What follows belongs to an exercise in optimizing a design on an open flow for small area, a short achievable clock period and few clock cycles per item; a production flow would make more cautious choices.
In this exercise RTL edits were held to simulation tests only and were not proved equivalent to the original.
Power figures rest on the tool's default switching activity, not on a simulated workload.

==> flow/design.v, too long to show whole: its modules and the start of the top module <==
// module eq32: 4235 lines
// module eq32_fa: 4 lines
// module eq32_ha: 4 lines
// module eq32_ao: 3 lines
// module eq32_and: 3 lines
// module eq32_xor: 3 lines
// module eq32_sgn: 3 lines
module eq32 (
    input  wire               clk,
    input  wire               rst,
    input  wire               in_valid,
    output wire               in_ready,
    input  wire signed [9:0]  in_code,
    output reg                out_valid,
    output reg  signed [15:0] out_y,
    output reg                out_sat,
    input  wire               ctrl_we,
    input  wire               ctrl_bank,
    input  wire               ctrl_bypass,
    input  wire               coef_we,
    input  wire               coef_bank,
    input  wire [4:0]         coef_idx,
    input  wire [19:0]        coef_data
);
  // ...
==> flow/flow/run.sh <==
#!/bin/bash
# The standard layout (the standard.sh: ORFS synthesis to final layout),
# with one change: the port buffers that ORFS adds in placement are
# sky130_fd_sc_hd__buf_4 instead of the buffer it picks by itself.
# ORFS keeps each step's full log under orfs/logs/; make's own output goes to
# standard_flow.log here.
set -euo pipefail
bash standard.sh BUFFER_PORTS_ARGS="-buffer_cell sky130_fd_sc_hd__buf_4" finish > standard_flow.log 2>&1
==> flow/standard.sh <==
#!/bin/bash
# synth_recipe.tcl (not shown) runs the flow's synth.tcl, then flattens the netlist and writes it again
# the make line also repeats each setting of config.mk as NAME=value (left out here)
make -C /OpenROAD-flow-scripts/flow DESIGN_CONFIG=/design/flow/config.mk WORK_HOME=/design/flow/orfs CLKGATE_MAP_FILE= SYNTH_SCRIPT=/design/flow/synth_recipe.tcl "${@:-finish}"
==> flow/config.mk <==
export PLATFORM = sky130hd
export DESIGN_NAME = eq32
export DESIGN_NICKNAME = eq32
export VERILOG_FILES = /design/flow/design.v
export SDC_FILE = /design/flow/constraint.sdc
export NUM_CORES = 4
export LEC_CHECK = 0
export CAP_MARGIN = 20
export CORE_MARGIN = 2
export CORE_UTILIZATION = 50
export CTS_CLUSTER_DIAMETER = 80
export CTS_CLUSTER_SIZE = 25
export PLACE_DENSITY = 0.62
export SLEW_MARGIN = 20
export SYNTH_HIERARCHICAL = 1
export SYNTH_MINIMUM_KEEP_SIZE = 0
==> flow/constraint.sdc <==
create_clock -name core_clock -period 14.0 [get_ports {clk}]
set_input_delay 2.8000 -clock core_clock [delete_from_list [all_inputs] [get_ports {clk}]]
set_output_delay 2.8000 -clock core_clock [all_outputs]
set_load 0.01 [all_outputs]
==> flow_metrics.tcl, run 1 <==
set metrics [dict create \
    diodes 310 \
    synthMuxAreaShare_pct 2.274 \
    top_layer "met5" \
    wl_met2_um 458700 \
    wl_per_cell_um 52.19 \
    busiest_layer "met2" \
    dr.first_iter.drc_count 27840 \
    vias_per_cell 7.160 \
    p_leak_nw 114.7 \
    clockBufferDepth 4 \
    synthSimpleGateAreaFrac_pct 3.060 \
    status "complete, but fails checks" \
    slew_headroom_pct 13.65 \
    slowest_delay_ps 700 \
    fillCellCount 34930 \
    power_density_nw_per_um2 69.85 \
    worst-path-buf-inv 0 \
    arrival_ps 6560 \
    dp.final_hpwl_um 922800 \
    layout-drive-gt1-share_pct 6.817 \
    ys_top_cells_by_count "3679 x a22o_1, 3460 x fa_1, 3379 x xor2_1, 1280 x edfxtp_1, 1242 x dfxtp_1" \
    seq_share_pct 28.00 \
    cts_resized 0 \
    path_cells "ha_1 > fa_1 > ha_1 > nand2_1 > o21ai_0 > a211oi_1 > a31oi_1 > xnor2_1 > nand4b_1 > or4_1 > or3_4 > a211oi_4 > o21ai_0" \
    final_antenna_net_count 1 \
    layout_min_cycle_time_ps 5735 \
    crit_family "compound AO/OA/AOI/OAI gates" \
    so_faults "antenna rules" \
]
Testbench counts, summed over its fixed seeds: cycles 8,232, items 8,192.
==> inputs of run 2 (changes only) <==
--- a/flow/design.v
+++ b/flow/design.v
@@ -124,17 +124,18 @@
                 eq32_xor x (t[j], ng[k], pp[21*k+j]);
             end
             eq32_sgn us (hk[19], on[k] | tw[k], ng[k], pp[21*k+20]);
         end
     endgenerate
     wire [6991:0] n;
     reg [492:0] r0;
     reg [76:0] r1;
-    reg [1:0] vs;                 
+    reg [60:0] r2;
+    reg [2:0] vs;                 
     eq32_fa f1(pp[0+0],ng[0],pp[105+0],n[0],n[1]);
     eq32_fa f2(ng[5],pp[210+0],ng[10],n[2],n[3]);
     eq32_fa f3(pp[315+0],ng[15],pp[420+0],n[4],n[5]);
     eq32_fa f4(ng[20],pp[525+0],ng[25],n[6],n[7]);
     eq32_fa f5(pp[630+0],ng[30],pp[735+0],n[8],n[9]);
     eq32_fa f6(ng[35],pp[840+0],ng[40],n[10],n[11]);
     eq32_fa f7(pp[945+0],ng[45],pp[1050+0],n[12],n[13]);
     eq32_fa f8(ng[50],pp[1155+0],ng[55],n[14],n[15]);
@@ -4212,28 +4213,91 @@
     eq32_fa f3474(r1[58],r1[59],n[6941],n[6978],n[6979]);
     eq32_ha f3475(r1[60],r1[61],n[6980],n[6981]);
     eq32_fa f3476(r1[62],r1[63],r1[64],n[6982],n[6983]);
     eq32_ha f3477(r1[65],r1[66],n[6984],n[6985]);
     eq32_fa f3478(r1[67],r1[68],r1[69],n[6986],n[6987]);
     eq32_ha f3479(r1[70],r1[71],n[6988],n[6989]);
     eq32_ha f3480(r1[73],r1[74],n[6990],n[6991]);
     always @(posedge clk) begin
-        if (rst) vs <= 2'd0;
-        else     vs <= {vs[0:0], hv};
+        r2[0] <= r1[0];
+        r2[1] <= r1[1];
+        r2[2] <= r1[2];
+        r2[3] <= r1[3];
+        r2[4] <= r1[4];
+        r2[5] <= r1[5];
+        r2[6] <= r1[6];
+        r2[7] <= r1[9];
+        r2[8] <= n[6942];
+        r2[9] <= n[6944];
+        r2[10] <= n[6943];
+        r2[11] <= n[6946];
+        r2[12] <= n[6945];
+        r2[13] <= n[6948];
+        r2[14] <= n[6947];
+        r2[15] <= n[6950];
+        r2[16] <= n[6949];
+        r2[17] <= n[6952];
+        r2[18] <= n[6951];
+        r2[19] <= n[6954];
+        r2[20] <= n[6953];
+        r2[21] <= n[6956];
+        r2[22] <= n[6955];
+        r2[23] <= n[6958];
+        r2[24] <= n[6957];
+        r2[25] <= n[6960];
+        r2[26] <= n[6959];
+        r2[27] <= n[6962];
+        r2[28] <= n[6961];
+        r2[29] <= n[6964];
+        r2[30] <= n[6963];
+        r2[31] <= n[6966];
+        r2[32] <= n[6965];
+        r2[33] <= n[6968];
+        r2[34] <= n[6967];
+        r2[35] <= n[6970];
+        r2[36] <= n[6969];
+        r2[37] <= n[6972];
+        r2[38] <= n[6971];
+        r2[39] <= n[6974];
+        r2[40] <= n[6973];
+        r2[41] <= n[6976];
+        r2[42] <= n[6975];
+        r2[43] <= n[6978];
+        r2[44] <= n[6977];
+        r2[45] <= n[6980];
+        r2[46] <= n[6979];
+        r2[47] <= n[6982];
+        r2[48] <= n[6981];
+        r2[49] <= n[6984];
+        r2[50] <= n[6983];
+        r2[51] <= n[6986];
+        r2[52] <= n[6985];
+        r2[53] <= n[6988];
+        r2[54] <= n[6987];
+        r2[55] <= r1[72];
+        r2[56] <= n[6989];
+        r2[57] <= r1[75];
+        r2[58] <= n[6990];
+        r2[59] <= r1[76];
+        r2[60] <= n[6991];
     end
-    wire [34:0] s0 = {1'b1,r1[76],r1[75],r1[72],n[6988],n[6986],n[6984],n[6982],n[6980],n[6978],n[6976],n[6974],n[6972],n[6970],n[6968],n[6966],n[6964],n[6962],n[6960],n[6958],n[6956],n[6954],n[6952],n[6950],n[6948],n[6946],n[6944],r1[9],r1[6],r1[5],r1[4],r1[3],r1[2],r1[1],r1[0]};
-    wire [34:0] s1 = {1'b0,n[6991],n[6990],n[6989],n[6987],n[6985],n[6983],n[6981],n[6979],n[6977],n[6975],n[6973],n[6971],n[6969],n[6967],n[6965],n[6963],n[6961],n[6959],n[6957],n[6955],n[6953],n[6951],n[6949],n[6947],n[6945],n[6943],n[6942],1'b0,1'b0,1'b0,1'b0,1'b0,1'b0,1'b0};
+    always @(posedge clk) begin
+        if (rst) vs <= 3'd0;
+        else     vs <= {vs[1:0], hv};
+    end
+    wire [34:0] s0 = {1'b1,r2[59],r2[57],r2[55],r2[53],r2[51],r2[49],r2[47],r2[45],r2[43],r2[41],r2[39],r2[37],r2[35],r2[33],r2[31],r2[29],r2[27],r2[25],r2[23],r2[21],r2[19],r2[17],r2[15],r2[13],r2[11],r2[9],r2[7],r2[6],r2[5],r2[4],r2[3],r2[2],r2[1],r2[0]};
+    wire [34:0] s1 = {1'b0,r2[60],r2[58],r2[56],r2[54],r2[52],r2[50],r2[48],r2[46],r2[44],r2[42],r2[40],r2[38],r2[36],r2[34],r2[32],r2[30],r2[28],r2[26],r2[24],r2[22],r2[20],r2[18],r2[16],r2[14],r2[12],r2[10],r2[8],1'b0,1'b0,1'b0,1'b0,1'b0,1'b0,1'b0};
     wire [34:0] u  = s0 + s1;
     wire [34:0] u1 = s0 + s1 + 35'd1;
     wire        lo = ~&u[33:27];
     wire        hi = |u1[33:27];
     always @(posedge clk) begin
         if (rst) out_valid <= 1'b0;
-        else     out_valid <= vs[1];
+        else     out_valid <= vs[2];
         out_y   <= u[34] ? (lo ? 16'h8000 : u[27:12]) : (hi ? 16'h7FFF : u1[27:12]);
         out_sat <= u[34] ? lo : hi;
     end
 endmodule
 module eq32_fa (input wire a, input wire b, input wire c, output wire s, output wire co);
     assign s  = a ^ b ^ c;
     assign co = (a & b) | (a & c) | (b & c);
 endmodule
--- a/flow/config.mk
+++ b/flow/config.mk
@@ -6,11 +6,11 @@
 export NUM_CORES = 4
 export LEC_CHECK = 0
 export CAP_MARGIN = 20
 export CORE_MARGIN = 2
 export CORE_UTILIZATION = 50
 export CTS_CLUSTER_DIAMETER = 80
 export CTS_CLUSTER_SIZE = 25
 export PLACE_DENSITY = 0.62
-export SLEW_MARGIN = 20
+export SLEW_MARGIN = 70
 export SYNTH_HIERARCHICAL = 1
 export SYNTH_MINIMUM_KEEP_SIZE = 0
==> run 2 against run 1 <==
  * The run now finishes clean
  * Worst hold slack worse by 10 ps
  * Power is 0.38% higher
  * Critical path depth shrank 5
  * Flip-flop and latch count rose by 62
  * First-iteration DRC count decreased by 1.9%
  * Critical path type unchanged
  * Highest routed layer unchanged
==> flow_metrics.tcl, run 2 <==
set metrics [dict create \
    die_x_um 653.3 \
    place_area_um2 227700 \
    vias_per_cell 7.107 \
    place_ws_ps 9080 \
    power_w 0.01587 \
    critical_path.endpoint "r0[229]$_DFF_P_" \
    postCtsSetupRepairBufs 0 \
    slew_headroom_pct 62.63 \
    final_antenna_net_count 0 \
    final_hold_viol_count 0 \
    avgSynthCellArea_um2 13.50 \
    synth_flop_cell "dfxtp_1" \
    layout-drive-gt1-share_pct 15.33 \
    period_share_pct 36.59 \
    rsz0062_at_grt "no" \
    grt_use_met2_pct 70.65 \
    overflow 0 \
    cp_slowest_cell "fa_1" \
    fp.dieH_um 653.3 \
    cts_resized 0 \
    worstSetupPathType "reg -> reg" \
    worst_pin_slew_ps 559.9 \
    path_max_fanout 20 \
    timing.final.ws_setup_ps 8878 \
    largestRegisters "ca x640, cb x640, r0 x493" \
    worstSkewPairLatency_ps 1080 \
    wl_per_cell_um 51.13 \
    ys_types 80 \
    cts.sinks 2584 \
    clockBufferDepth 4 \
    grt_pass1_wl_um 1471000 \
    final_cells 22090 \
    busiest_layer "met2" \
    power_density_nw_per_um2 67.51 \
    drc_errors 0 \
    yosys_warnings 7 \
    cts_tree "built" \
    status "no timing/DRC/antenna violations" \
    fillCellCount 34870 \
    vias 157000 \
    place_inst 21530 \
    grt.met3_usage_pct 21.73 \
    async_flop_share_pct 0 \
    final_area_um2 235100 \
    ios 62 \
    hold_depth 0 \
    r2r_cells 8 \
    dr.first_iter.drc_count 27330 \
    peakVddDrop_mv 0.1505 \
    portBuffers 61 \
    worst_setup_path_start_kind "flop" \
    routabilityCongestion 1.188 \
    yosysTopAreaCell "fa_1" \
    first_pass_iters 9 \
    ys_seq_elements 2584 \
    cts-htree-levels 4 \
    r2r_slack_ps 8880 \
    p_leak_nw 116.7 \
    synth_top_area_share_pct 32.86 \
    dp.final_hpwl_um 914800 \
    rr_startpoint "sa[28]$_DFF_P_" \
    grt_max_degree 60 \
    grt_pass1_vias 149900 \
    hold_buffers 0 \
    ys_top_cells_by_area "fa_1 33%, edfxtp_1 18%, a22o_1 15%, xor2_1 14%, dfxtp_1 12%" \
    placement_rows 238 \
    wl_um 1130000 \
    slowest_delay_ps 930 \
    ys_seq_area_share_pct 30.62 \
    final_nets 19770 \
    critPathCaptureType "flop" \
    antenna_found_initial 87 \
    synth-edff-count 1280 \
    syn_inst 15610 \
    arrival_ps 6100 \
    final_cell_mix "3331 x xor2_1, 3143 x a22o_1, 3061 x fa_1, 1280 x edfxtp_1, 1037 x dfxtp_1" \
    cts_buffers 165 \
    clk_pin_slew_ps 100 \
    drv_slew 0 \
    path_cells "a22o_1 > a22o_1 > xor2_1 > fa_1 > fa_1 > fa_2 > fa_1 > fa_1" \
    cp.required_ps 14980 \
    syn_area_um2 210800 \
    root_buffer "clkbuf_16" \
    critPathMostFrequentCell "fa_1" \
    tns_ps 0 \
    syn-num-nets 19190 \
    track_usage_pct 52.58 \
    coreArea_um2 419900 \
    dieArea_um2 426800 \
    syn2layout_area_growth_pct 11.54 \
    grtUsageMet1_pct 66.25 \
    ys_top_cells_by_count "3679 x a22o_1, 3460 x fa_1, 3367 x xor2_1, 1304 x dfxtp_1, 1280 x edfxtp_1" \
    setup_viol 0 \
    maxCapViolCount 0 \
    layout_min_cycle_time_ps 5122 \
    fin_skew_ps 126.2 \
    r2r_end "r0[229]$_DFF_P_" \
    critPathLaunch "sa[28]$_DFF_P_" \
    hold_class "reg -> reg" \
    max_freq_ghz 0.1952 \
    layout_commonest_cell "xor2_1" \
    synth.most_common_cell "a22o_1" \
    initial_utilization_pct 50.20 \
]
## run 2: worst min path at each step
stage              startpoint        endpoint
2_1_floorplan   r0[0]$_DFF_P_   r1[0]$_DFF_P_
3_3_place_gp   r1[72]$_DFF_P_  r2[55]$_DFF_P_
3_5_place_dp   r1[72]$_DFF_P_  r2[55]$_DFF_P_
4_1_cts        r1[72]$_DFF_P_  r2[55]$_DFF_P_
5_1_grt        r1[72]$_DFF_P_  r2[55]$_DFF_P_
6_report       r1[72]$_DFF_P_  r2[55]$_DFF_P_
## run 2: power by group
group	switching [W]	internal [W]	leakage, nW	total [W]
combinational	0.00131	0.000654	91.7	0.00196
sequential	0.000126	0.00806	22.3	0.00819
clock	0.00317	0.00255	2.79	0.00572
total	0.00460	0.0113	117	0.0159
## run 2: cells by family after synthesis
logic type | share of synthesized area [%]
muxes | 2.251
adders and majority gates | 33.31
buffers and inverters | 0.6595
DFF | 30.62
xor gates and xnor gates | 14.06
AOI/OAI and AO/OA | 15.99
and+or+nand+nor | 3.118
## run 2: through the flow
stage	utilization, %	hold slack, ps
6_report	56.00	333.5
5_1_grt	55.96	343.8
4_1_cts	55.61	335.9
3_5_place_dp	54.22	313.6
3_3_place_gp	52.51	310.6
2_1_floorplan	-	309.6
## run 2: final cells by class
type | count | area, µm² | share of cell area (%)
inverter | 82 | 307.8 | 0.1309
clock buffer | 217 | 4461 | 1.897
tap | 5520 | 6907 | 2.938
sequential | 2584 | 65390 | 27.81
clock inverter | 86 | 1363 | 0.5795
multi-input combinational | 12670 | 147700 | 62.84
timing repair buffer | 694 | 8333 | 3.544
antenna | 243 | 608.1 | 0.2586
## run 2: worst max-delay path: cells and delay by family (launching register included)
| family | cells | cell delay [ps] |
|---|---|---|
| flops | 1 | 600 |
| xor+xnor | 1 | 320 |
| fa+ha+maj | 5 | 3400 |
| compound gates | 2 | 720 |
## run 2: routing by layer
layer | vias up | part of all wire [%]
met5 | - | 0.019
met4 | 32 | 10
met3 | 2695 | 15
met2 | 13320 | 40
met1 | 83030 | 35
li1 | 57940 | -
## run 2: modules after synthesis, one instance, submodules excluded
module	cells inside	times used	flip-flops and latches	cell area, µm²
eq32_ao	1	3040	0	8.758
eq32_fa	1	3459	0	20.02
eq32_sgn	2	160	0	12.51
eq32_ha	1	21	0	12.51
eq32	5413	1	2584	83630
eq32_xor	1	3200	0	8.758
eq32_and	1	160	0	6.256
Testbench counts of run 2, summed over its fixed seeds: cycles 8,240, items 8,192.

==> afterwards: timing with drivers on the ports <==
The results above use ideal ports. As a check the final layouts listed here were re-extracted and re-timed, cells and wires unchanged.
Step 1: set_driving_cell puts a clkbuf_16 on clk and a buf_2 on each other input, an assumption about the parent block.
Step 2, shift: input delay + t, output delay - t, t = (earliest + latest rising clock arrival at the registers) / 2. This alone moves slack from input paths to output paths.
Three values: no drivers, after step 1, after step 2; two values: the first two.
run	shift t [ns]	setup WS [ns]	clock arrival spread, ns	cell pins on the clock port's net
run 1	1.126	8.265 / 8.265 / 8.265	0.080 / 0.080	1
run 2	1.153	8.878 / 8.878 / 8.878	0.126 / 0.126	1
